From an optimization exercise on the open Yosys and OpenROAD flow, aimed at small area, a short achievable clock period and few clock cycles per item; shortcuts taken in it are not production practice. Only simulation tests tie the RTL to the original design; equivalence was not proved.

File: flow/config.mk
export PLATFORM = sky130hd
export DESIGN_NAME = aes_slice
export DESIGN_NICKNAME = aes_slice
export VERILOG_FILES = /design/flow/design.v
export SDC_FILE = /design/flow/constraint.sdc
export NUM_CORES = 4
export LEC_CHECK = 0
export ABC_AREA = 1
export CAP_MARGIN = 20
export CORE_MARGIN = 2
export CORE_UTILIZATION = 40
export PLACE_DENSITY = 0.6
export SETUP_SLACK_MARGIN = 4.25
export SLEW_MARGIN = 20
File: flow/constraint.sdc
create_clock -name core_clock -period 8.5 [get_ports {clk}]
set_input_delay 1.7000 -clock core_clock [delete_from_list [all_inputs] [get_ports {clk}]]
set_output_delay 1.7000 -clock core_clock [all_outputs]
set_load 0.01 [all_outputs]
File: flow/design.v
module aes_slice (
    input  wire         clk,
    input  wire         rst,
    input  wire         key_load,
    input  wire         key256,
    input  wire [255:0] key_in,
    input  wire         start,
    input  wire         decrypt,
    input  wire [127:0] din,
    output wire         busy,
    output reg          done,
    output reg  [127:0] dout
);
    reg [255:0] ke;          
    reg [255:0] kd;          
    reg         k256;        
    reg         dvalid;      
    reg         xp_on;       
    reg         xp_ph;       
    reg [3:0]   xp_r;        
    reg [47:0]  xp_t;        
    reg [47:0]  tke, tkd;    
    reg         tkev;        
    reg [127:0] s;
    reg [191:0] m;
    reg [255:0] ws, wm;      
    reg [47:0]  tk;          
    reg [31:0]  swm;         
    reg         vs, vm;      
    reg         ds, dm;      
    reg         ks, km;      
    reg [3:0]   rs, rm;      
    reg         lastm;       
    reg         rdy_e, rdy_d;
    function [11:0] sbf_a;
        input [7:0] a;
        reg t1, t2, t3, t4, t5, t6, t7, t8, t9, t10, t11, t12, t13, t14, t15, t16, t17, t18, t19, t20, t21, t22, t23, t24, t25, t26, t27, t28, t29, t30, t31, t32, t33, t34, t35, t36, t37, t38, t39, t40, t41, t42, t43, t44, t45, t46, t47, t48, t49, t50, t51, t52, t53, t54, t55, t56, t57, t58, t59, t60, t61, t62, t63, t64, t65, t66, t67, t68, t69, t70, t71, t72, t73, t74, t75, t76, t77, t78, t79, t80, t81, t82, t83, t84, t85, t86;
        begin
            t1 = a[1] ^ a[5];
            t2 = a[2] ^ a[3];
            t3 = a[5] ^ a[7];
            t4 = a[6] ^ t1;
            t5 = a[0] ^ t4;
            t6 = a[1] ^ a[7];
            t7 = a[2] ^ a[7];
            t8 = a[2] ^ a[4];
            t9 = a[1];
            t10 = t2 ^ t3;
            t11 = a[4] ^ t2 ^ t4;
            t12 = t3;
            t13 = t6 ^ t7;
            t14 = t8 ^ t9;
            t15 = t5 ^ t10 ^ t13;
            t16 = t13 ^ t14;
            t17 = t7 ^ t8 ^ t10 ^ t11 ^ t12;
            t18 = t12 ^ t14;
            t19 = t9 & t5;
            t20 = t10 & t6;
            t21 = t10 ^ t9;
            t22 = t6 ^ t5;
            t23 = t21 & t22;
            t24 = t23 ^ t19;
            t25 = t20 ^ t19;
            t26 = t11 & t7;
            t27 = t12 & t8;
            t28 = t12 ^ t11;
            t29 = t8 ^ t7;
            t30 = t28 & t29;
            t31 = t30 ^ t26;
            t32 = t27 ^ t26;
            t33 = t11 ^ t9;
            t34 = t12 ^ t10;
            t35 = t7 ^ t5;
            t36 = t8 ^ t6;
            t37 = t33 & t35;
            t38 = t34 & t36;
            t39 = t34 ^ t33;
            t40 = t36 ^ t35;
            t41 = t39 & t40;
            t42 = t41 ^ t37;
            t43 = t38 ^ t37;
            t44 = t32 ^ t31;
            t45 = t32;
            t46 = t43 ^ t25;
            t47 = t42 ^ t24;
            t48 = t44 ^ t25;
            t49 = t45 ^ t24;
            t50 = t15 ^ t48;
            t51 = t16 ^ t49;
            t52 = t17 ^ t46;
            t53 = t18 ^ t47;
            t54 = t51 ^ t52;
            t55 = t50 ^ t54;
            t56 = t53 ^ t54;
            t57 = t52 & t50;
            t58 = t53 & t51;
            t59 = t53 ^ t52;
            t60 = t51 ^ t50;
            t61 = t59 & t60;
            t62 = t61 ^ t57;
            t63 = t58 ^ t57;
            t64 = t55 ^ t63;
            t65 = t56 ^ t62;
            t66 = t64 ^ t65;
            t67 = t52 ^ t50;
            t68 = t53 ^ t51;
            t69 = t52 & t66;
            t70 = t53 & t65;
            t71 = t53 ^ t52;
            t72 = t65 ^ t66;
            t73 = t71 & t72;
            t74 = t73 ^ t69;
            t75 = t70 ^ t69;
            t76 = t67 & t66;
            t77 = t68 & t65;
            t78 = t68 ^ t67;
            t79 = t65 ^ t66;
            t80 = t78 & t79;
            t81 = t80 ^ t76;
            t82 = t77 ^ t76;
            t83 = t9 ^ t5;
            t84 = t10 ^ t6;
            t85 = t11 ^ t7;
            t86 = t12 ^ t8;
            sbf_a[0] = t83;
            sbf_a[1] = t84;
            sbf_a[2] = t85;
            sbf_a[3] = t86;
            sbf_a[4] = t9;
            sbf_a[5] = t10;
            sbf_a[6] = t11;
            sbf_a[7] = t12;
            sbf_a[8] = t82;
            sbf_a[9] = t81;
            sbf_a[10] = t75;
            sbf_a[11] = t74;
        end
    endfunction
    function [7:0] sbf_b;
        input [11:0] a;
        reg t1, t2, t3, t4, t5, t6, t7, t8, t9, t10, t11, t12, t13, t14, t15, t16, t17, t18, t19, t20, t21, t22, t23, t24, t25, t26, t27, t28, t29, t30, t31, t32, t33, t34, t35, t36, t37, t38, t39, t40, t41, t42, t43, t44, t45, t46, t47, t48, t49, t50, t51, t52, t53, t54, t55, t56, t57, t58, t59, t60, t61, t62, t63, t64, t65, t66, t67, t68, t69, t70, t71, t72, t73, t74, t75;
        begin
            t1 = a[4] & a[8];
            t2 = a[5] & a[9];
            t3 = a[5] ^ a[4];
            t4 = a[9] ^ a[8];
            t5 = t3 & t4;
            t6 = t5 ^ t1;
            t7 = t2 ^ t1;
            t8 = a[6] & a[10];
            t9 = a[7] & a[11];
            t10 = a[7] ^ a[6];
            t11 = a[11] ^ a[10];
            t12 = t10 & t11;
            t13 = t12 ^ t8;
            t14 = t9 ^ t8;
            t15 = a[6] ^ a[4];
            t16 = a[7] ^ a[5];
            t17 = a[10] ^ a[8];
            t18 = a[11] ^ a[9];
            t19 = t15 & t17;
            t20 = t16 & t18;
            t21 = t16 ^ t15;
            t22 = t18 ^ t17;
            t23 = t21 & t22;
            t24 = t23 ^ t19;
            t25 = t20 ^ t19;
            t26 = t14 ^ t13;
            t27 = t14;
            t28 = t25 ^ t7;
            t29 = t24 ^ t6;
            t30 = t26 ^ t7;
            t31 = t27 ^ t6;
            t32 = a[0] & a[8];
            t33 = a[1] & a[9];
            t34 = a[1] ^ a[0];
            t35 = a[9] ^ a[8];
            t36 = t34 & t35;
            t37 = t36 ^ t32;
            t38 = t33 ^ t32;
            t39 = a[2] & a[10];
            t40 = a[3] & a[11];
            t41 = a[3] ^ a[2];
            t42 = a[11] ^ a[10];
            t43 = t41 & t42;
            t44 = t43 ^ t39;
            t45 = t40 ^ t39;
            t46 = a[2] ^ a[0];
            t47 = a[3] ^ a[1];
            t48 = a[10] ^ a[8];
            t49 = a[11] ^ a[9];
            t50 = t46 & t48;
            t51 = t47 & t49;
            t52 = t47 ^ t46;
            t53 = t49 ^ t48;
            t54 = t52 & t53;
            t55 = t54 ^ t50;
            t56 = t51 ^ t50;
            t57 = t45 ^ t44;
            t58 = t45;
            t59 = t56 ^ t38;
            t60 = t55 ^ t37;
            t61 = t57 ^ t38;
            t62 = t58 ^ t37;
            t63 = t61 ^ t30;
            t64 = t59 ^ t60;
            t65 = t62 ^ t63;
            t66 = t30 ^ t28;
            t67 = t28 ^ t63;
            t68 = ~(t63 ^ t64);
            t69 = ~(t65);
            t70 = t59 ^ t29 ^ t65;
            t71 = t64 ^ t67;
            t72 = t67;
            t73 = ~(t30 ^ t31 ^ t64);
            t74 = ~(t66);
            t75 = t59 ^ t66;
            sbf_b[0] = t68;
            sbf_b[1] = t69;
            sbf_b[2] = t70;
            sbf_b[3] = t71;
            sbf_b[4] = t72;
            sbf_b[5] = t73;
            sbf_b[6] = t74;
            sbf_b[7] = t75;
        end
    endfunction
    function [11:0] sbd_a;
        input [7:0] a;
        input        inv;
        reg t1, t2, t3, t4, t5, t6, t7, t8, t9, t10, t11, t12, t13, t14, t15, t16, t17, t18, t19, t20, t21, t22, t23, t24, t25, t26, t27, t28, t29, t30, t31, t32, t33, t34, t35, t36, t37, t38, t39, t40, t41, t42, t43, t44, t45, t46, t47, t48, t49, t50, t51, t52, t53, t54, t55, t56, t57, t58, t59, t60, t61, t62, t63, t64, t65, t66, t67, t68, t69, t70, t71, t72, t73, t74, t75, t76, t77, t78, t79, t80, t81, t82, t83, t84, t85, t86, t87, t88, t89, t90, t91, t92, t93, t94, t95, t96, t97, t98, t99, t100, t101, t102, t103, t104, t105;
        begin
            t1 = a[1] ^ a[5];
            t2 = a[2] ^ a[3];
            t3 = a[5] ^ a[7];
            t4 = a[6] ^ t1;
            t5 = a[0] ^ t4;
            t6 = a[1] ^ a[7];
            t7 = a[2] ^ a[7];
            t8 = a[2] ^ a[4];
            t9 = a[1];
            t10 = t2 ^ t3;
            t11 = a[4] ^ t2 ^ t4;
            t12 = t3;
            t13 = a[0] ^ a[3];
            t14 = a[4] ^ a[6];
            t15 = a[6] ^ a[7];
            t16 = ~(t14);
            t17 = a[1] ^ a[4] ^ t13;
            t18 = ~(t15);
            t19 = ~(a[3] ^ a[7] ^ t14);
            t20 = a[6] ^ t13;
            t21 = ~(a[0] ^ a[5] ^ t14);
            t22 = ~(t13);
            t23 = a[1] ^ a[2] ^ t15;
            t24 = inv ? t16 : t5;
            t25 = inv ? t17 : t6;
            t26 = inv ? t18 : t7;
            t27 = inv ? t19 : t8;
            t28 = inv ? t20 : t9;
            t29 = inv ? t21 : t10;
            t30 = inv ? t22 : t11;
            t31 = inv ? t23 : t12;
            t32 = t25 ^ t26;
            t33 = t27 ^ t28;
            t34 = t24 ^ t29 ^ t32;
            t35 = t32 ^ t33;
            t36 = t26 ^ t27 ^ t29 ^ t30 ^ t31;
            t37 = t31 ^ t33;
            t38 = t28 & t24;
            t39 = t29 & t25;
            t40 = t29 ^ t28;
            t41 = t25 ^ t24;
            t42 = t40 & t41;
            t43 = t42 ^ t38;
            t44 = t39 ^ t38;
            t45 = t30 & t26;
            t46 = t31 & t27;
            t47 = t31 ^ t30;
            t48 = t27 ^ t26;
            t49 = t47 & t48;
            t50 = t49 ^ t45;
            t51 = t46 ^ t45;
            t52 = t30 ^ t28;
            t53 = t31 ^ t29;
            t54 = t26 ^ t24;
            t55 = t27 ^ t25;
            t56 = t52 & t54;
            t57 = t53 & t55;
            t58 = t53 ^ t52;
            t59 = t55 ^ t54;
            t60 = t58 & t59;
            t61 = t60 ^ t56;
            t62 = t57 ^ t56;
            t63 = t51 ^ t50;
            t64 = t51;
            t65 = t62 ^ t44;
            t66 = t61 ^ t43;
            t67 = t63 ^ t44;
            t68 = t64 ^ t43;
            t69 = t34 ^ t67;
            t70 = t35 ^ t68;
            t71 = t36 ^ t65;
            t72 = t37 ^ t66;
            t73 = t70 ^ t71;
            t74 = t69 ^ t73;
            t75 = t72 ^ t73;
            t76 = t71 & t69;
            t77 = t72 & t70;
            t78 = t72 ^ t71;
            t79 = t70 ^ t69;
            t80 = t78 & t79;
            t81 = t80 ^ t76;
            t82 = t77 ^ t76;
            t83 = t74 ^ t82;
            t84 = t75 ^ t81;
            t85 = t83 ^ t84;
            t86 = t71 ^ t69;
            t87 = t72 ^ t70;
            t88 = t71 & t85;
            t89 = t72 & t84;
            t90 = t72 ^ t71;
            t91 = t84 ^ t85;
            t92 = t90 & t91;
            t93 = t92 ^ t88;
            t94 = t89 ^ t88;
            t95 = t86 & t85;
            t96 = t87 & t84;
            t97 = t87 ^ t86;
            t98 = t84 ^ t85;
            t99 = t97 & t98;
            t100 = t99 ^ t95;
            t101 = t96 ^ t95;
            t102 = t28 ^ t24;
            t103 = t29 ^ t25;
            t104 = t30 ^ t26;
            t105 = t31 ^ t27;
            sbd_a[0] = t102;
            sbd_a[1] = t103;
            sbd_a[2] = t104;
            sbd_a[3] = t105;
            sbd_a[4] = t28;
            sbd_a[5] = t29;
            sbd_a[6] = t30;
            sbd_a[7] = t31;
            sbd_a[8] = t101;
            sbd_a[9] = t100;
            sbd_a[10] = t94;
            sbd_a[11] = t93;
        end
    endfunction
    function [7:0] sbd_b;
        input [11:0] a;
        input        inv;
        reg t1, t2, t3, t4, t5, t6, t7, t8, t9, t10, t11, t12, t13, t14, t15, t16, t17, t18, t19, t20, t21, t22, t23, t24, t25, t26, t27, t28, t29, t30, t31, t32, t33, t34, t35, t36, t37, t38, t39, t40, t41, t42, t43, t44, t45, t46, t47, t48, t49, t50, t51, t52, t53, t54, t55, t56, t57, t58, t59, t60, t61, t62, t63, t64, t65, t66, t67, t68, t69, t70, t71, t72, t73, t74, t75, t76, t77, t78, t79, t80, t81, t82, t83, t84, t85, t86, t87, t88, t89, t90, t91, t92, t93, t94, t95, t96;
        begin
            t1 = a[4] & a[8];
            t2 = a[5] & a[9];
            t3 = a[5] ^ a[4];
            t4 = a[9] ^ a[8];
            t5 = t3 & t4;
            t6 = t5 ^ t1;
            t7 = t2 ^ t1;
            t8 = a[6] & a[10];
            t9 = a[7] & a[11];
            t10 = a[7] ^ a[6];
            t11 = a[11] ^ a[10];
            t12 = t10 & t11;
            t13 = t12 ^ t8;
            t14 = t9 ^ t8;
            t15 = a[6] ^ a[4];
            t16 = a[7] ^ a[5];
            t17 = a[10] ^ a[8];
            t18 = a[11] ^ a[9];
            t19 = t15 & t17;
            t20 = t16 & t18;
            t21 = t16 ^ t15;
            t22 = t18 ^ t17;
            t23 = t21 & t22;
            t24 = t23 ^ t19;
            t25 = t20 ^ t19;
            t26 = t14 ^ t13;
            t27 = t14;
            t28 = t25 ^ t7;
            t29 = t24 ^ t6;
            t30 = t26 ^ t7;
            t31 = t27 ^ t6;
            t32 = a[0] & a[8];
            t33 = a[1] & a[9];
            t34 = a[1] ^ a[0];
            t35 = a[9] ^ a[8];
            t36 = t34 & t35;
            t37 = t36 ^ t32;
            t38 = t33 ^ t32;
            t39 = a[2] & a[10];
            t40 = a[3] & a[11];
            t41 = a[3] ^ a[2];
            t42 = a[11] ^ a[10];
            t43 = t41 & t42;
            t44 = t43 ^ t39;
            t45 = t40 ^ t39;
            t46 = a[2] ^ a[0];
            t47 = a[3] ^ a[1];
            t48 = a[10] ^ a[8];
            t49 = a[11] ^ a[9];
            t50 = t46 & t48;
            t51 = t47 & t49;
            t52 = t47 ^ t46;
            t53 = t49 ^ t48;
            t54 = t52 & t53;
            t55 = t54 ^ t50;
            t56 = t51 ^ t50;
            t57 = t45 ^ t44;
            t58 = t45;
            t59 = t56 ^ t38;
            t60 = t55 ^ t37;
            t61 = t57 ^ t38;
            t62 = t58 ^ t37;
            t63 = t61 ^ t30;
            t64 = t59 ^ t60;
            t65 = t62 ^ t63;
            t66 = t30 ^ t28;
            t67 = t28 ^ t63;
            t68 = ~(t63 ^ t64);
            t69 = ~(t65);
            t70 = t59 ^ t29 ^ t65;
            t71 = t64 ^ t67;
            t72 = t67;
            t73 = ~(t30 ^ t31 ^ t64);
            t74 = ~(t66);
            t75 = t59 ^ t66;
            t76 = t62 ^ t30;
            t77 = t59 ^ t76;
            t78 = t60 ^ t31;
            t79 = t28 ^ t78;
            t80 = t29 ^ t77;
            t81 = t61 ^ t79 ^ t80;
            t82 = t30;
            t83 = t77;
            t84 = t31 ^ t80;
            t85 = t60 ^ t77;
            t86 = t29 ^ t76;
            t87 = t59 ^ t30 ^ t79;
            t88 = t76;
            t89 = inv ? t81 : t68;
            t90 = inv ? t82 : t69;
            t91 = inv ? t83 : t70;
            t92 = inv ? t84 : t71;
            t93 = inv ? t85 : t72;
            t94 = inv ? t86 : t73;
            t95 = inv ? t87 : t74;
            t96 = inv ? t88 : t75;
            sbd_b[0] = t89;
            sbd_b[1] = t90;
            sbd_b[2] = t91;
            sbd_b[3] = t92;
            sbd_b[4] = t93;
            sbd_b[5] = t94;
            sbd_b[6] = t95;
            sbd_b[7] = t96;
        end
    endfunction
    function [7:0] xtime;
        input [7:0] a;
        xtime = {a[6:0], 1'b0} ^ (a[7] ? 8'h1b : 8'h00);
    endfunction
    function [127:0] shift_rows;
        input [127:0] x;
        integer r, c;
        begin
            for (r = 0; r < 4; r = r + 1)
                for (c = 0; c < 4; c = c + 1)
                    shift_rows[127 - 8*(r + 4*c) -: 8] = x[127 - 8*(r + 4*((c + r) % 4)) -: 8];
        end
    endfunction
    function [127:0] inv_shift_rows;
        input [127:0] x;
        integer r, c;
        begin
            for (r = 0; r < 4; r = r + 1)
                for (c = 0; c < 4; c = c + 1)
                    inv_shift_rows[127 - 8*(r + 4*((c + r) % 4)) -: 8] = x[127 - 8*(r + 4*c) -: 8];
        end
    endfunction
    function [127:0] mix_columns;
        input [127:0] x;
        integer c;
        reg [7:0] a0, a1, a2, a3, t;
        begin
            for (c = 0; c < 4; c = c + 1) begin
                a0 = x[127 - 32*c -: 8];
                a1 = x[119 - 32*c -: 8];
                a2 = x[111 - 32*c -: 8];
                a3 = x[103 - 32*c -: 8];
                t  = a0 ^ a1 ^ a2 ^ a3;
                mix_columns[127 - 32*c -: 8] = a0 ^ t ^ xtime(a0 ^ a1);
                mix_columns[119 - 32*c -: 8] = a1 ^ t ^ xtime(a1 ^ a2);
                mix_columns[111 - 32*c -: 8] = a2 ^ t ^ xtime(a2 ^ a3);
                mix_columns[103 - 32*c -: 8] = a3 ^ t ^ xtime(a3 ^ a0);
            end
        end
    endfunction
    function [127:0] pre_inv_mix;
        input [127:0] x;
        integer c;
        reg [7:0] a0, a1, a2, a3, u, v;
        begin
            for (c = 0; c < 4; c = c + 1) begin
                a0 = x[127 - 32*c -: 8];
                a1 = x[119 - 32*c -: 8];
                a2 = x[111 - 32*c -: 8];
                a3 = x[103 - 32*c -: 8];
                u  = xtime(xtime(a0 ^ a2));
                v  = xtime(xtime(a1 ^ a3));
                pre_inv_mix[127 - 32*c -: 8] = a0 ^ u;
                pre_inv_mix[119 - 32*c -: 8] = a1 ^ v;
                pre_inv_mix[111 - 32*c -: 8] = a2 ^ u;
                pre_inv_mix[103 - 32*c -: 8] = a3 ^ v;
            end
        end
    endfunction
    function [31:0] sw_sel;
        input [255:0] w;
        input         k2;
        input         back;
        begin
            if (back)
                sw_sel = k2 ? w[159:128] : (w[159:128] ^ w[191:160]);
            else
                sw_sel = k2 ? w[31:0] : w[159:128];
        end
    endfunction
    function [31:0] rot_word;
        input [31:0] x;
        rot_word = {x[23:0], x[31:24]};
    endfunction
    function [47:0] key_sb_a;
        input [31:0] x;
        key_sb_a = {sbf_a(x[31:24]), sbf_a(x[23:16]), sbf_a(x[15:8]), sbf_a(x[7:0])};
    endfunction
    function [31:0] key_sb_b;
        input [47:0] x;
        key_sb_b = {sbf_b(x[47:36]), sbf_b(x[35:24]), sbf_b(x[23:12]), sbf_b(x[11:0])};
    endfunction
    function [7:0] rcon;
        input       k2;
        input       back;
        input [3:0] r;
        reg   [3:0] i;
        begin
            i = k2 ? ((back ? r + 4'd2 : r + 4'd1) >> 1) : (back ? r + 4'd1 : r);
            rcon[0] = (i == 4'd1) || (i == 4'd9);
            rcon[1] = (i == 4'd2) || (i == 4'd9) || (i == 4'd10);
            rcon[2] = (i == 4'd3) || (i == 4'd10);
            rcon[3] = (i == 4'd4) || (i == 4'd9);
            rcon[4] = (i == 4'd5) || (i == 4'd9) || (i == 4'd10);
            rcon[5] = (i == 4'd6) || (i == 4'd10);
            rcon[6] = (i == 4'd7);
            rcon[7] = (i == 4'd8);
        end
    endfunction
    function [255:0] key_step;
        input [255:0] w;
        input [31:0]  sw;
        input         k2;
        input         back;
        input [3:0]   r;
        reg           type_a;
        reg [31:0]    t, c, y0, y1, y2, y3;
        begin
            type_a = !k2 || (back ? !r[0] : r[0]);
            t = sw;
            c = {(type_a ? rcon(k2, back, r) : 8'h00), 24'd0};
            if (back) begin
                y0 = k2 ? w[127:96] : w[255:224];
                y1 = k2 ? w[95:64]  : w[223:192];
                y2 = k2 ? w[63:32]  : w[191:160];
                y3 = k2 ? w[31:0]   : w[159:128];
                key_step = {(y0 ^ c) ^ t, y1 ^ y0, y2 ^ y1, y3 ^ y2, w[255:128]};
            end else begin
                y0 = w[255:224] ^ c;
                y1 = y0 ^ w[223:192];
                y2 = y1 ^ w[191:160];
                y3 = y2 ^ w[159:128];
                key_step = {(k2 ? w[127:0] : {y0 ^ t, y1 ^ t, y2 ^ t, y3 ^ t}),
                            y0 ^ t, y1 ^ t, y2 ^ t, y3 ^ t};
            end
        end
    endfunction
    wire [127:0] s_in = ds ? inv_shift_rows(s) : shift_rows(s);
    wire [191:0] m_next;
    genvar gi;
    generate
        for (gi = 0; gi < 16; gi = gi + 1) begin : g_sa
            assign m_next[12*gi +: 12] = sbd_a(s_in[8*gi +: 8], ds);
        end
    endgenerate
    wire [255:0] wm_next = key_step(ws, key_sb_b(tk), ks, ds, rs);
    wire         ta_m = !km || (dm ? rm[0] : !rm[0]);
    wire [31:0]  swm_next = ds ? (ks ? (ws[31:0] ^ ws[63:32]) : (ws[159:128] ^ ws[223:192]))
                               : wm_next[31:0];
    wire [127:0] rk = wm[255:128];
    wire [127:0] sb;
    generate
        for (gi = 0; gi < 16; gi = gi + 1) begin : g_sb
            assign sb[8*gi +: 8] = sbd_b(m[12*gi +: 12], dm);
        end
    endgenerate
    wire [127:0] mc   = mix_columns(dm ? pre_inv_mix(sb ^ rk) : sb);
    wire [127:0] rout = (lastm ? sb : mc) ^ ((dm && !lastm) ? 128'd0 : rk);
    wire [3:0] nr = k256 ? 4'd14 : 4'd10;
    assign busy = start && !(decrypt ? rdy_d : rdy_e);
    wire acc_key = key_load;
    wire acc_blk = start && !busy;
    wire [255:0] src = decrypt ? kd : ke;
    wire       xp_end   = xp_on && xp_ph && (xp_r == nr);
    wire       k256_n   = acc_key ? key256 : k256;
    wire       dvalid_n = !acc_key && (dvalid || xp_end);
    wire       tkev_n   = !acc_key && (tkev || (xp_on && xp_ph && xp_r == 4'd1));
    wire       vs_n     = acc_blk || (vm && !lastm);
    wire       ks_n     = acc_blk ? k256 : km;
    wire       lastm_n  = ds ? (rs == 4'd0) : (rs == (ks ? 4'd14 : 4'd10));
    wire       slot_n   = (!vs || lastm_n) && (!vs_n || !ks_n || k256_n);
    always @(posedge clk) begin
        done <= vm && lastm;
        dout <= rout;
        rdy_e      <= slot_n && tkev_n;
        rdy_d      <= slot_n && dvalid_n;
        lastm      <= lastm_n;
        m  <= m_next;
        wm <= wm_next;
        swm <= swm_next;
        vm <= vs;
        dm <= ds;
        km <= ks;
        rm <= rs;
        if (acc_blk) begin
            s  <= din ^ src[255:128];
            ws <= src;
            tk <= decrypt ? tkd : tke;
            vs <= 1'b1;
            ds <= decrypt;
            ks <= k256;
            rs <= decrypt ? nr - 4'd1 : 4'd1;
        end else begin
            s  <= rout;
            ws <= wm;
            tk <= key_sb_a(ta_m ? rot_word(swm) : swm);
            vs <= vm && !lastm;
            ds <= dm;
            ks <= km;
            rs <= dm ? rm - 4'd1 : rm + 4'd1;
        end
        if (xp_on) begin
            xp_ph <= !xp_ph;
            if (!xp_ph) begin
                xp_t <= key_sb_a((!k256 || xp_r[0]) ? rot_word(sw_sel(kd, k256, 1'b0))
                                                     : sw_sel(kd, k256, 1'b0));
            end else begin
                if (xp_r == 4'd1) begin
                    tke  <= xp_t;
                    tkev <= 1'b1;
                end
                if (xp_r == nr)
                    tkd <= xp_t;
                kd   <= key_step(kd, key_sb_b(xp_t), k256, 1'b0, xp_r);
                xp_r <= xp_r + 4'd1;
                if (xp_r == nr) begin
                    xp_on  <= 1'b0;
                    dvalid <= 1'b1;
                end
            end
        end
        if (acc_key) begin
            ke     <= key_in;
            kd     <= key_in;
            k256   <= key256;
            dvalid <= 1'b0;
            tkev   <= 1'b0;
            xp_on  <= 1'b1;
            xp_ph  <= 1'b0;
            xp_r   <= 4'd1;
        end
        if (rst) begin
            done       <= 1'b0;
            vs         <= 1'b0;
            vm         <= 1'b0;
            rdy_e      <= 1'b0;
            rdy_d      <= 1'b0;
            xp_on      <= 1'b0;
            dvalid     <= 1'b0;
            tkev       <= 1'b0;
        end
    end
endmodule
File: flow/flow/run.sh
#!/bin/bash
# Layout flow: the standard layout (standard.sh, ORFS synthesis to
# final layout, unchanged), except that Yosys's extraction of full and half
# adders is turned off (ADDER_MAP_FILE empty). The AES logic is almost all
# XOR, and the extracted ha/fa cells map it slower and larger than plain
# gates. Registers and their names are those of the standard synthesis.
# ORFS writes each step's full log under orfs/logs/; make's own output goes
# to flow_make.log here.
set -euo pipefail
bash standard.sh ADDER_MAP_FILE= finish > flow_make.log 2>&1
File: flow/standard.sh
#!/bin/bash
# synth_recipe.tcl (not shown) runs the flow's synth.tcl, then flattens the netlist and writes it again
# the make line also repeats each setting of config.mk as NAME=value (left out here)
make -C /OpenROAD-flow-scripts/flow DESIGN_CONFIG=/design/flow/config.mk WORK_HOME=/design/flow/orfs CLKGATE_MAP_FILE= SYNTH_SCRIPT=/design/flow/synth_recipe.tcl "${@:-finish}"
==> key figures, run 1 <==
STA
  – Unrepaired setup endpoints after global routing: true
  – Layout Skew: 0.07704 ns
  – Fin. Hold Viols: 0
  – Final period utilization: 0.5047
  – Final min period: 4.290 ns
  – Slew Viols, Final: 0
  – Final WS setup: 4.210 ns
  – Final setup viols: 0
  – Total Negative Setup Slacks: 0 ns
  – Slew @ Worst Pin: 1.348 ns
  – Slew headroom: 0.09157
  – F_max: 233.1 MHz

Global routing
  – Initial antenna violation count: 57
  – Global-route wire length before repair: 785900 µm
  – Vias in the first global route: 106400
  – GRT Util Overall: 0.3577
  – Grt ovf: 0
  – Largest net degree at the start of global routing: 181

Drt
  – First DRT Iteration DRCs: 16360
  – Wirelength, routed: 579500 µm
  – Met2 wire length: 234700 µm
  – Top Layer Used: met5
  – Wire per inst: 25.85 µm
  – Met1 WL: 233800 µm
  – Post-route DRC: 0
  – Via count: 123100
  – Router iterations before antenna repair: 7
  – WL met3: 60730 µm
  – Detail Route Antenna Nets: 0
  – Via density: 5.491

Finish
  – Fillers: 30600
  – Share of cells above drive strength 1: 0.1222
  – Area grow syn2layout: 18.40%
  – Fin cells: 22420
  – Nets: 18630
  – Multi-input gate area: 77530 µm²
  – FF+latch area: 41380 µm²
  – Leading cell types in the layout, fill and taps excluded: nand2_1 (6404), nand3_1 (1598), inv_1 (1374)
  – Post-route cell area: 144200 µm²
  – Most common cell after layout, fill and taps aside: nand2_1

Synthesis
  – EDFF count, synth: 656
  – Net Count, Synth: 18190
  – Largest family of logic cells by synthesized area: simple AND/OR/NAND/NOR gates
  – Syn_area_per_cell: 6.844 µm²
  – Syn. warnings: 1
  – Synth Area in XOR/XNOR: 0.1621
  – Multiplexer area fraction after synthesis: 0.004448
  – Synth Register Bits: 1723
  – Synth Area in Simple Gates: 0.3359
  – Synth Cell Area: 121800 µm²
  – Distinct cell type count after synthesis: 68
  – Cell count after synthesis: 17800
  – Adder-Cell Fraction of Synth Area: 0
  – Post-synthesis async set-or-reset flop share: 0
  – Dominant synthesized flop cell: dfxtp_1
  – Post-synthesis compound-gate area fraction: 0.09378
  – Seq/Total Area, Yosys: 0.3371

Clock tree
  – CTS sink cnt: 1723
  – Htree depth: 4
  – Worst-skew pair later-pin latency: 0.94 ns
  – CTS tree: yes
  – Total CTS buffers: 200
  – CTS clock-pin slew for the worst setup and hold paths: 0.06 ns
  – Max clock buf depth: 4
  – CTS root buffer: clkbuf_16

Floorplanning
  – I/O Pins: 520
  – Site Rows: 202
  – Die boundary height: 555.8 µm
  – Die Area: 308900 µm²
  – Core area: 302800 µm²
  – Starting Density: 0.4023
  – Die Width: 555.8 µm

Worst hold path
  – Worst Hold Endpoint: rm[1]
  – Origin of the worst min-delay path: rs[1]
  – Worst hold path type: reg2reg
  – Hold Crit Depth: 0

Place
  – IO Port Bufs: 519
  – Placed Instance Area: 130800 µm²
  – RePlAce Congestion: 1.072
  – Dpl hpwl: 467500 µm
  – Pre-CTS WS: 3.465 ns
  – Placed cell count: 21860

Status
  – Status: complete, no violations

Worst setup path
  – Worst reg2reg startpoint: xp_t[9]
  – Startpoint Class: flop
  – Crit path largest cell delay: 0.93 ns
  – Crit Path Class: reg2reg
  – Arrival time worst endpoint: 4.93 ns
  – Critical Path End Type: flop
  – Slowest library cell on the worst path: xor2_2
  – Largest fanout on the critical path: 8
  – CP required: 9.14 ns
  – RR Endpoint: kd[135]
  – Crit path buffers/inverters: 1
  – Worst path top cell family by delay: XOR/XNOR gates
  – Reg2Reg Depth: 10
  – CP cell instances: xnor2_1, inv_1, nand2_1, xnor2_1, xor2_1, xor2_2, xor2_2, xor2_1, o21ai_0, a21oi_1
  – R2R setup slack: 4.21 ns

Run
  – Max-Cap Viols: 0
-- layout make-up --
cell class / instances / area share
multi-input combinational: 13990 / 0.5376
antenna: 31 / 0.0005379
clock inverter: 102 / 0.007652
timing repair inverter: 1 / 0.00006073
clock buffer: 268 / 0.03831
tap: 3978 / 0.03451
inverter: 1538 / 0.04060
timing repair buffer: 788 / 0.05375
sequential: 1723 / 0.2869
-- registers in the layout, summed over array words and instances (netlist names), 32 cells and up --
name	cells
tk	48
wm	256
tkd	48
m	192
ke	256
tke	48
ws	256
xp_t	48
s	128
kd	256
swm	32
dout	128
-- per-stage QoR --
step,hold slack (ns),utilization
floorplan,0.3290,-
global placement,0.3732,0.4321
detailed placement,0.3751,0.4321
CTS,0.3840,0.4576
global route,0.3984,0.4761
finish,0.3911,0.4763
-- worst max path at each step --
stage               startpoint  endpoint  cells past startpoint
finish                 xp_t[9]   kd[135]                     10
detailed placement     decrypt      busy                      6
global placement       decrypt      busy                      6
CTS                      start      busy                      4
global route          xp_t[10]   kd[131]                     16
floorplan             key_load     kd[0]                      4
-- synth_stat cells (7+ instances only) --
library cell	n	area, µm²
nand3_1	1699	8503
a21o_1	13	97.59
o21ai_1	158	790.8
buf_4	23	172.7
o22ai_1	39	244.0
mux2_2	17	191.4
xnor2_2	33	536.8
dfxtp_1	1067	21360
edfxtp_1	656	19700
xnor2_1	786	6884
nand4_1	64	400.4
clkinv_1	9	33.78
a31o_2	7	61.31
o21ai_2	21	183.9
nand2_2	202	1264
xor2_4	7	192.7
nor2_1	739	2774
xor2_1	1267	11100
buf_6	9	101.4
xor2_2	57	927.1
o221ai_1	137	1200
nand2_4	15	168.9
and2_1	117	732.0
a21oi_2	19	166.4
nand3_2	57	570.6
a31oi_1	174	1089
or2_2	109	681.9
nand3b_1	48	360.4
buf_1	35	131.4
o211ai_1	90	675.7
or2_1	20	125.1
a21oi_1	316	1582
o31ai_1	10	75.07
clkbuf_1	383	1438
nand2_1	6696	25130
o21ai_0	960	4805
nor3_1	14	70.07
inv_1	1399	5251
mux2i_1	28	280.3
buf_2	98	490.5
inv_2	127	476.7
-- logic make-up (layout without fill, tap and decap cells) --
kind of cell,Yosys count,after routing
xor gates and xnor gates,2154,2154
AOI/OAI and AO/OA,1985,1985
other,0,31
buffers and inverters,2086,2697
and+or+nand+nor,9798,9800
DFF,1723,1723
muxes,50,50
-- timing repair --
item | 4_1_cts | 5_1_grt
setup endpoints to repair | 328 | 399
pin swaps | 10 | 127
buffers inserted | 17 | 129
resized for setup | 195 | 1055
hold buffers | 0 | 0
gates cloned | 3 | 6
-- per-layer routing --
metal  vias up  global-route usage
met5         -                   0
met4         8              0.2513
met3      1100             0.06940
met2      6494              0.5120
met1     57580              0.4812
li1      57920                   -
Testbench counts, summed over its fixed seeds: cycles 4,875, blocks 384.
==> run 2, diff against run 1 <==
--- a/flow/design.v
+++ b/flow/design.v
@@ -19,7 +19,7 @@
     reg         xp_ph;       
     reg [3:0]   xp_r;        
     reg [47:0]  xp_t;        
-    reg [47:0]  tke, tkd;    
+    reg [47:0]  tke;         
     reg         tkev;        
     reg [127:0] s;
     reg [191:0] m;
@@ -637,7 +637,7 @@
         if (acc_blk) begin
             s  <= din ^ src[255:128];
             ws <= src;
-            tk <= decrypt ? tkd : tke;
+            tk <= decrypt ? xp_t : tke;
             vs <= 1'b1;
             ds <= decrypt;
             ks <= k256;
@@ -661,8 +661,6 @@
                     tke  <= xp_t;
                     tkev <= 1'b1;
                 end
-                if (xp_r == nr)
-                    tkd <= xp_t;
                 kd   <= key_step(kd, key_sb_b(xp_t), k256, 1'b0, xp_r);
                 xp_r <= xp_r + 4'd1;
                 if (xp_r == nr) begin
==> run 2 against run 1 <==
Effect of this change:
- still clean
- first-iteration DRC count decreased by 0.28%
- sequential share of layout area decreased by 1.0 points
==> key figures, run 2 <==
Status
  – Status: complete, no violations

Place
  – Dpl hpwl: 460100 µm
  – IO Port Bufs: 519
  – Placed cell count: 22330
  – RePlAce Congestion: 1.069
  – Placed Instance Area: 130200 µm²
  – Pre-CTS WS: 2.736 ns

Synthesis
  – Multiplexer area fraction after synthesis: 0.004083
  – Synth top area share: 0.2270
  – Synth area leader: nand2_1
  – Synth cell count leaders: nand2_1 (7321), nand3_1 (2027), inv_1 (1463)
  – Synth Area in XOR/XNOR: 0.1544
  – Synth Cell Area: 121100 µm²
  – Cell count after synthesis: 18290
  – Post-synthesis compound-gate area fraction: 0.09018
  – Seq/Total Area, Yosys: 0.3273
  – Post-synthesis async set-or-reset flop share: 0
  – Net Count, Synth: 18680
  – Adder-Cell Fraction of Synth Area: 0.00009302
  – Syn. warnings: 1
  – Synth Area in Simple Gates: 0.3566
  – Count leader, synth: nand2_1
  – Largest family of logic cells by synthesized area: simple AND/OR/NAND/NOR gates
  – Synth top area cells: nand2_1 (23%), dfxtp_1 (18%), edfxtp_1 (15%)
  – EDFF count, synth: 608
  – Synth Register Bits: 1675
  – Distinct cell type count after synthesis: 78
  – Dominant synthesized flop cell: dfxtp_1
  – Syn_area_per_cell: 6.620 µm²

STA
  – Fin. Hold Viols: 0
  – Total Negative Setup Slacks: 0 ns
  – Layout Skew: 0.08924 ns
  – Final min period: 4.226 ns
  – F_max: 236.6 MHz
  – Unrepaired setup endpoints after global routing: true
  – Final setup viols: 0
  – Slew Viols, Final: 0
  – Final WS setup: 4.274 ns
  – Final period utilization: 0.4972
  – Slew @ Worst Pin: 1.313 ns
  – Slew headroom: 0.1151

Finish
  – Nets: 19120
  – Fillers: 30330
  – Share of cells above drive strength 1: 0.1150
  – Leading cell types in the layout, fill and taps excluded: nand2_1 (6913), nand3_1 (1889), inv_1 (1429)
  – Post-route cell area: 144400 µm²
  – Most common cell after layout, fill and taps aside: nand2_1
  – Utilization after layout: 0.4806
  – Area grow syn2layout: 19.31%
  – FF+latch area: 39930 µm²
  – Multi-input gate area: 78900 µm²
  – Fin cells: 22860

Worst hold path
  – Worst hold path type: reg2reg

Drt
  – Via count: 126700
  – Post-route DRC: 0
  – Detail Route Antenna Nets: 0
  – Wirelength, routed: 579900 µm
  – Via density: 5.541
  – Router iterations before antenna repair: 7
  – Wire per inst: 25.36 µm
  – First DRT Iteration DRCs: 16310

Floorplanning
  – Die Width: 554.1 µm
  – Die boundary height: 554.1 µm
  – Die Area: 307100 µm²
  – Core area: 300500 µm²
  – I/O Pins: 520
  – Starting Density: 0.4028
  – Site Rows: 201

Global routing
  – Initial antenna violation count: 50
  – GRT Util Overall: 0.3575
  – Grt ovf: 0
  – Vias in the first global route: 109700
  – Global-route wire length before repair: 790600 µm
  – Largest net degree at the start of global routing: 206

Worst setup path
  – Crit Path Class: in2out
  – Reg2Reg Depth: 14
  – Crit path from: decrypt
  – RR Endpoint: kd[141]
  – Largest fanout on the critical path: 11
  – Critical Path End Type: primary output
  – Startpoint Class: input port
  – Critical path endpoint: busy
  – R2R setup slack: 4.30 ns
  – CP required: 6.80 ns
  – Worst reg2reg startpoint: xp_t[21]
  – Arrival time worst endpoint: 2.53 ns

Clock tree
  – CTS clock-pin slew for the worst setup and hold paths: 0.06 ns
  – Max clock buf depth: 4
  – CTS sink cnt: 1675
  – CTS tree: yes
  – Worst-skew pair later-pin latency: 0.95 ns
  – CTS root buffer: clkbuf_16
  – Total CTS buffers: 197
  – Htree depth: 4

Run
  – Max-Cap Viols: 0
==> run 2: worst min-delay path by stage <==
stage	startpoint	to	slack, ns	depth (start not counted)
final	rs[2]	rm[2]	0.39	0
after global routing	rs[2]	rm[2]	0.39	0
after CTS	rs[2]	rm[2]	0.38	0
after detailed placement	rs[2]	rm[2]	0.37	0
after global placement	rs[2]	rm[2]	0.37	0
after floorplan	ds	dm	0.33	0
==> run 2: per-layer routing <==
layer / vias to the layer above / track usage / routed length [µm]
met5: - / 0 / 71
met1: 59210 / 0.4878 / 236500
met4: 12 / 0.2438 / 48540
met3: 1177 / 0.07042 / 63980
met2: 6809 / 0.5056 / 230800
li1: 59480 / - / -
==> run 2: cell families after synthesis <==
family | after synthesis
buffers and inverters | 2114
AO/OA/AOI/OAI | 1880
XOR/XNOR | 2068
flip-flops | 1675
adder cells (fa/ha/maj) | 1
multiplexers | 45
AND/OR/NAND/NOR | 10500
==> run 2: stage by stage <==
| stage | hold slack [ns] |
|---|---|
| 2_1_floorplan | 0.3258 |
| 3_3_place_gp | 0.3725 |
| 3_5_place_dp | 0.3747 |
| 4_1_cts | 0.3831 |
| 5_1_grt | 0.3946 |
| 6_report | 0.3904 |
==> run 2: cell type report <==
class | count | area share
diodes | 16 | 0.0002772
clock buffers | 255 | 0.03827
clock inverters | 105 | 0.007155
inverters | 1554 | 0.04094
multi-input cells | 14500 | 0.5463
flip-flops and latches | 1675 | 0.2764
well taps | 3958 | 0.03429
repair buffers | 798 | 0.05617
repair inverters | 3 | 0.0001819
==> run 2: critical path, stage by stage <==
cell	delay, ns
clkbuf_16	0.17
inv_16	0.09
nand2_2	0.09
nand2_2	0.09
nor2_2	0.12
clkdlybuf4s15_2	0.23
==> run 2: repair_timing <==
action / CTS / global route
setup buffers: 30 / 118
hold buffers: 0 / 0
gates cloned: 8 / 6
resized for setup: 345 / 1121
endpoints found under the setup margin: 409 / 403
pin swaps: 17 / 119
Testbench counts of run 2, summed over its fixed seeds: cycles 4,875, blocks 384.
==> run 3, diff against run 2 <==
--- a/flow/config.mk
+++ b/flow/config.mk
@@ -10,5 +10,5 @@
 export CORE_MARGIN = 2
 export CORE_UTILIZATION = 40
 export PLACE_DENSITY = 0.6
-export SETUP_SLACK_MARGIN = 4.25
+export SETUP_SLACK_MARGIN = 4.4
 export SLEW_MARGIN = 20
==> run 3 against run 2 <==
Effect of this change:
- via count increased by 0.70%
- global-route usage up 0.16 points
- critical endpoint is now wm[148]
- non-clock buffer count rose by 137
- clock-buffer cell count unchanged
- sequential share of layout area down 0.61 points
- wire length is 0.95% higher
- synthesized cell count did not move
- critical path depth grew 6
- clock skew increased by 0.0040 ns
==> key figures, run 3 <==
Status
  – Status: complete, no violations

Place
  – RePlAce Congestion: 1.069
  – IO Port Bufs: 519
  – Dpl hpwl: 460100 µm

Synthesis
  – Synth top area share: 0.2270
  – Synth cell count leaders: nand2_1 (7321), nand3_1 (2027), inv_1 (1463)
  – Synth top area cells: nand2_1 (23%), dfxtp_1 (18%), edfxtp_1 (15%)
  – EDFF count, synth: 608
  – Synth Register Bits: 1675
  – Cell count after synthesis: 18290
  – Synth area leader: nand2_1
  – Seq/Total Area, Yosys: 0.3273
  – Dominant synthesized flop cell: dfxtp_1
  – Post-synthesis async set-or-reset flop share: 0
  – Synth Cell Area: 121100 µm²
  – Syn_area_per_cell: 6.620 µm²
  – Syn. warnings: 1
  – Count leader, synth: nand2_1
  – Net Count, Synth: 18680
  – Distinct cell type count after synthesis: 78

Drt
  – Wirelength, routed: 585400 µm
  – Wire per inst: 25.45 µm
  – Router iterations before antenna repair: 7
  – First DRT Iteration DRCs: 16420
  – Post-route DRC: 0
  – Detail Route Antenna Nets: 0
  – Via count: 127600
  – Via density: 5.546

Global routing
  – GR met1 Demand/Resource: 0.4883
  – GR Util met2: 0.5053
  – Global-route wire length before repair: 794100 µm
  – Grt ovf: 0
  – Most crowded layer after global routing: met2
  – Initial antenna violation count: 54
  – GRT Util Overall: 0.3591
  – Vias in the first global route: 110200
  – Largest net degree at the start of global routing: 206
  – M3 GR Usage: 0.07290

Finish
  – Leading cell types in the layout, fill and taps excluded: nand2_1 (6723), nand3_1 (1821), inv_1 (1404)
  – Most common cell after layout, fill and taps aside: nand2_1
  – Multi-input gate area: 81220 µm²
  – FF+latch area: 40000 µm²
  – Area grow syn2layout: 22.23%
  – Share of cells above drive strength 1: 0.1442
  – Fillers: 30090
  – Nets: 19260

Worst setup path
  – Arrival time worst endpoint: 4.86 ns
  – R2R setup slack: 4.31 ns
  – Largest fanout on the critical path: 5
  – Critical Path End Type: flop
  – Crit Path Class: reg2reg
  – CP required: 9.17 ns
  – Startpoint Class: flop

STA
  – Final period utilization: 0.4930
  – Layout Skew: 0.09319 ns
  – Unrepaired setup endpoints after global routing: true
  – Hold Slack: 0.3872 ns
  – F_max: 238.6 MHz
  – Total Negative Setup Slacks: 0 ns
  – Final min period: 4.191 ns
  – Slew headroom: 0.09965
  – Slew Viols, Final: 0
  – Slew @ Worst Pin: 1.336 ns
  – Final setup viols: 0
  – Fin. Hold Viols: 0

Floorplanning
  – Site Rows: 201
  – Core area: 300500 µm²
  – Die Area: 307100 µm²
  – I/O Pins: 520
  – Die Width: 554.1 µm
  – Starting Density: 0.4028
  – Die boundary height: 554.1 µm

Clock tree
  – Max clock buf depth: 4
  – CTS root buffer: clkbuf_16
  – CTS clock-pin slew for the worst setup and hold paths: 0.06 ns
  – CTS tree: yes
  – Total CTS buffers: 197
  – Worst-skew pair later-pin latency: 0.95 ns
  – CTS sink cnt: 1675
  – Htree depth: 4

Worst hold path
  – Worst hold path type: reg2reg

Run
  – Max-Cap Viols: 0
[run 3: logic make-up (layout without fill, tap and decap cells)]
| family | Yosys count | after routing | synth area share |
|---|---|---|---|
| AOI/OAI and AO/OA | 1880 | 1880 | 0.09018 |
| buffers and inverters | 2114 | 2852 | 0.06738 |
| adders and majority gates | 1 | 1 | 0.00009301 |
| DFF | 1675 | 1675 | 0.3273 |
| muxes | 45 | 45 | 0.004083 |
| and+or+nand+nor | 10500 | 10510 | 0.3566 |
| xor gates and xnor gates | 2068 | 2068 | 0.1544 |
| other | 0 | 17 | 0 |
[run 3: path summary, 6_finish.rpt]
path	cells after the start	end	startpoint
max	12	wm[148]	tk[35]
min	0	rm[0]	rs[0]
max reg2reg	12	wm[148]	tk[35]
min reg2reg	0	rm[0]	rs[0]
[run 3: timing repair]
action / CTS / global route
endpoints found under the setup margin: 490 / 426
hold buffers: 0 / 0
hold endpoints to repair: 0 / 0
gates resized for setup: 583 / 1498
cloned: 9 / 8
pin swaps: 51 / 227
buffers inserted: 63 / 218
[run 3: worst max-delay path, cell delays in order, from the launching register on]
cell	delay (ns)
dfxtp_1	0.46
inv_1	0.09
nand2_1	0.08
mux2_2	0.38
xor2_4	0.21
xnor2_2	0.18
or2_2	0.28
nand2_1	0.21
xor2_2	0.57
xor2_1	0.26
xor2_1	0.23
a21oi_1	0.09
o21ai_0	0.88
[run 3: stage by stage]
step	cell area [µm²]	utilization	cells	worst slack, ns
after detailed placement	130200	0.4331	22330	2.736
after global routing	147900	0.4922	22990	4.199
final	148000	0.4924	23000	4.309
after CTS	140100	0.4662	22760	4.337
after floorplan	121100	-	18290	4.772
after global placement	130200	0.4331	22320	2.526
[run 3: final cells by class]
cell class | count | share of cell area
repair inverters | 3 | 0.0001776
clock buffers | 255 | 0.03736
repair buffers | 935 | 0.06251
well taps | 3958 | 0.03347
clock inverters | 105 | 0.006985
diodes | 17 | 0.0002875
multi-input cells | 14500 | 0.5489
flip-flops and latches | 1675 | 0.2703
inverters | 1554 | 0.03997
[run 3: metal layers]
layer  vias to the layer above  wire, µm  share of wire
met2                      6821    232600           0.40
li1                      59730         -              -
met4                        10     50930          0.087
met5                         -        74        0.00013
met3                      1277     63760           0.11
met1                     59740    238100           0.41
==> run 4, diff against run 3 <==
--- a/flow/config.mk
+++ b/flow/config.mk
@@ -10,5 +10,5 @@
 export CORE_MARGIN = 2
 export CORE_UTILIZATION = 40
 export PLACE_DENSITY = 0.6
-export SETUP_SLACK_MARGIN = 4.4
+export SETUP_SLACK_MARGIN = 4.35
 export SLEW_MARGIN = 20
==> run 4 against run 3 <==
Effect of this change:
- worst setup slack improved by 0.011 ns
- maximum frequency up 0.27%
- still clean on timing, DRC and antenna
- clock-buffer cell count is the same
- sequential share of layout area up 0.24 points
- hold slack about the same
- clock skew up 0.0043 ns
- largest cell class unchanged
- global-route usage is essentially flat
- wire length hardly changed
- die area unchanged
==> key figures, run 4 <==
Synthesis
  – Post-synthesis async set-or-reset flop share: 0
  – Synth top area cells: nand2_1 (23%), dfxtp_1 (18%), edfxtp_1 (15%)
  – Synth area leader: nand2_1
  – EDFF count, synth: 608
  – Net Count, Synth: 18680
  – Count leader, synth: nand2_1
  – Synth Cell Area: 121100 µm²
  – Distinct cell type count after synthesis: 78
  – Synth top area share: 0.2270
  – Syn. warnings: 1
  – Synth cell count leaders: nand2_1 (7321), nand3_1 (2027), inv_1 (1463)
  – Dominant synthesized flop cell: dfxtp_1
  – Cell count after synthesis: 18290
  – Synth Register Bits: 1675
  – Seq/Total Area, Yosys: 0.3273
  – Syn_area_per_cell: 6.620 µm²

Finish
  – Multi-input gate area: 80210 µm²
  – Utilization after layout: 0.4879
  – Share of cells above drive strength 1: 0.1333
  – Most common cell after layout, fill and taps aside: nand2_1
  – FF+latch area: 39980 µm²
  – Area grow syn2layout: 21.12%
  – Fillers: 30240
  – Leading cell types in the layout, fill and taps excluded: nand2_1 (6793), nand3_1 (1840), inv_1 (1414)
  – Nets: 19210

Status
  – Status: complete, no violations

Floorplanning
  – Die boundary height: 554.1 µm
  – Die Area: 307100 µm²
  – Die Width: 554.1 µm
  – I/O Pins: 520
  – Core area: 300500 µm²
  – Site Rows: 201
  – Starting Density: 0.4028

Clock tree
  – Total CTS buffers: 197
  – CTS root buffer: clkbuf_16
  – CTS sink cnt: 1675
  – CTS tree: yes
  – CTS Hold Bufs: 0
  – CTS clock-pin slew for the worst setup and hold paths: 0.06 ns
  – Htree depth: 4
  – Worst-skew pair later-pin latency: 0.96 ns
  – Max clock buf depth: 4

Drt
  – Wire per inst: 25.49 µm
  – Router iterations before antenna repair: 8
  – Detail Route Antenna Nets: 0
  – First DRT Iteration DRCs: 16320
  – Wirelength, routed: 585100 µm
  – Via count: 127300
  – Post-route DRC: 0
  – Via density: 5.543

Worst setup path
  – Largest fanout on the critical path: 5
  – Most frequent CP cell: xor2_1
  – R2R setup slack: 4.32 ns
  – Worst reg2reg startpoint: tk[32]
  – CP required: 9.17 ns
  – Arrival time worst endpoint: 4.85 ns
  – RR Endpoint: wm[148]
  – Slowest library cell on the worst path: o21ai_0
  – Crit Path Class: reg2reg
  – Startpoint Class: flop
  – Reg2Reg Depth: 11
  – Critical Path End Type: flop
  – Worst path top cell family by delay: XOR/XNOR gates
  – Crit path buffers/inverters: 0
  – CP cell instances: nand2_1, xnor2_2, xor2_1, xnor2_2, or2_2, nand2_1, xor2_2, xor2_1, xor2_1, a21oi_1, o21ai_0
  – Crit path largest cell delay: 0.90 ns

STA
  – Fin. Hold Viols: 0
  – Final WS setup: 4.321 ns
  – Layout Skew: 0.09752 ns
  – Final period utilization: 0.4917
  – Slew headroom: 0.1469
  – Hold Slack: 0.3871 ns
  – F_max: 239.3 MHz
  – Total Negative Setup Slacks: 0 ns
  – Slew @ Worst Pin: 1.266 ns
  – Final setup viols: 0
  – Unrepaired setup endpoints after global routing: true
  – Final min period: 4.179 ns
  – Slew Viols, Final: 0

Global routing
  – Largest net degree at the start of global routing: 206
  – Global-route wire length before repair: 793500 µm
  – Vias in the first global route: 110000
  – Grt ovf: 0
  – Initial antenna violation count: 53
  – GRT Util Overall: 0.3589

Place
  – Pre-CTS WS: 2.736 ns
  – RePlAce Congestion: 1.069
  – Dpl hpwl: 460100 µm
  – IO Port Bufs: 519

Worst hold path
  – Origin of the worst min-delay path: rs[0]
  – Worst Hold Endpoint: rm[0]
  – Worst hold path type: reg2reg
  – Hold Crit Depth: 0

Run
  – Max-Cap Viols: 0
-- run 4: repair_timing --
action | in CTS | in global routing
gates resized for setup | 483 | 1356
pin swaps | 45 | 189
gates cloned | 9 | 9
endpoints found under the setup margin | 458 | 413
buffers inserted | 58 | 176
-- run 4: layout make-up --
type / instances / share of cell area
antenna: 19 / 0.0003243
clock buffer: 255 / 0.03770
clock inverter: 105 / 0.007049
inverter: 1554 / 0.04036
multi-input combinational: 14500 / 0.5471
sequential: 1675 / 0.2727
tap: 3958 / 0.03378
timing repair buffer: 889 / 0.06087
timing repair inverter: 3 / 0.0001792
-- run 4: kinds of logic after synthesis --
kind of cell,after synthesis,share of synthesized area
fa+ha+maj,1,0.00009301
mux,45,0.004083
simple gates,10500,0.3566
xor+xnor,2068,0.1544
compound gates,1880,0.09018
buf+inv,2114,0.06738
flops,1675,0.3273
-- run 4: metrics by stage --
stage                     instance area (µm²)  std cells
final                                  146600      22960
after global placement                 130200      22320
after detailed placement               130200      22330
after floorplan                        121100      18290
after global routing                   146600      22940
after CTS                              139600      22750
-- run 4: worst reg2reg max path: cells and delay by family (launching register included) --
| kind | cells | cell delay, ns |
|---|---|---|
| xor gates and xnor gates | 6 | 1.79 |
| AOI/OAI and AO/OA | 2 | 0.99 |
| and+or+nand+nor | 3 | 0.67 |
| DFF | 1 | 0.47 |
-- run 4: worst max path at each step --
| stage | from | end | slack (ns) | cells past startpoint |
|---|---|---|---|---|
| 6_report | tk[32] | wm[148] | 4.32 | 11 |
| 5_1_grt | m[92] | s[46] | 4.21 | 32 |
| 3_5_place_dp | k256 | xp_t[20] | 2.74 | 18 |
| 4_1_cts | m[32] | s[24] | 4.29 | 28 |
| 3_3_place_gp | k256 | xp_t[44] | 2.53 | 14 |
| 2_1_floorplan | key_load | kd[0] | 4.77 | 4 |
-- run 4: per-layer routing --
metal  global-route usage  wire length (µm)
met4               0.2483             51000
met2               0.5059            231700
met1               0.4888            237500
met3              0.07227             64830
met5                    0               106

re-timing with driven ports:
The flow's constraints put no driver on any port. The routed layouts listed below were extracted and timed again, unchanged, in two steps. Step 1, drivers: a clkbuf_16 drives clk and a buf_2 each remaining input, both assumed. Step 2 times the ports against the registers' clock, not the clock port: input delays grow and output delays shrink by t, the midpoint of the rising clock arrivals with the driver on. Three values: no drivers, after step 1, after step 2; two values: the first two.
run | shift t [ns] | slack for setup (ns) | worst slew at a driven data input, ns
run 1 | 1.018 | 4.210 / 4.078 / 3.597 | 0.23
run 2 | 1.018 | 4.274 / 4.213 / 3.723 | 0.18
run 3 | 1.021 | 4.309 / 4.309 / 3.535 | 0.16
run 4 | 1.024 | 4.321 / 4.321 / 3.696 | 0.16
After both steps setup and hold are still met in every run listed. For run 3, which loses most, drivers alone change the setup slack by 0.000 ns; drivers and shift together by -0.774 ns.
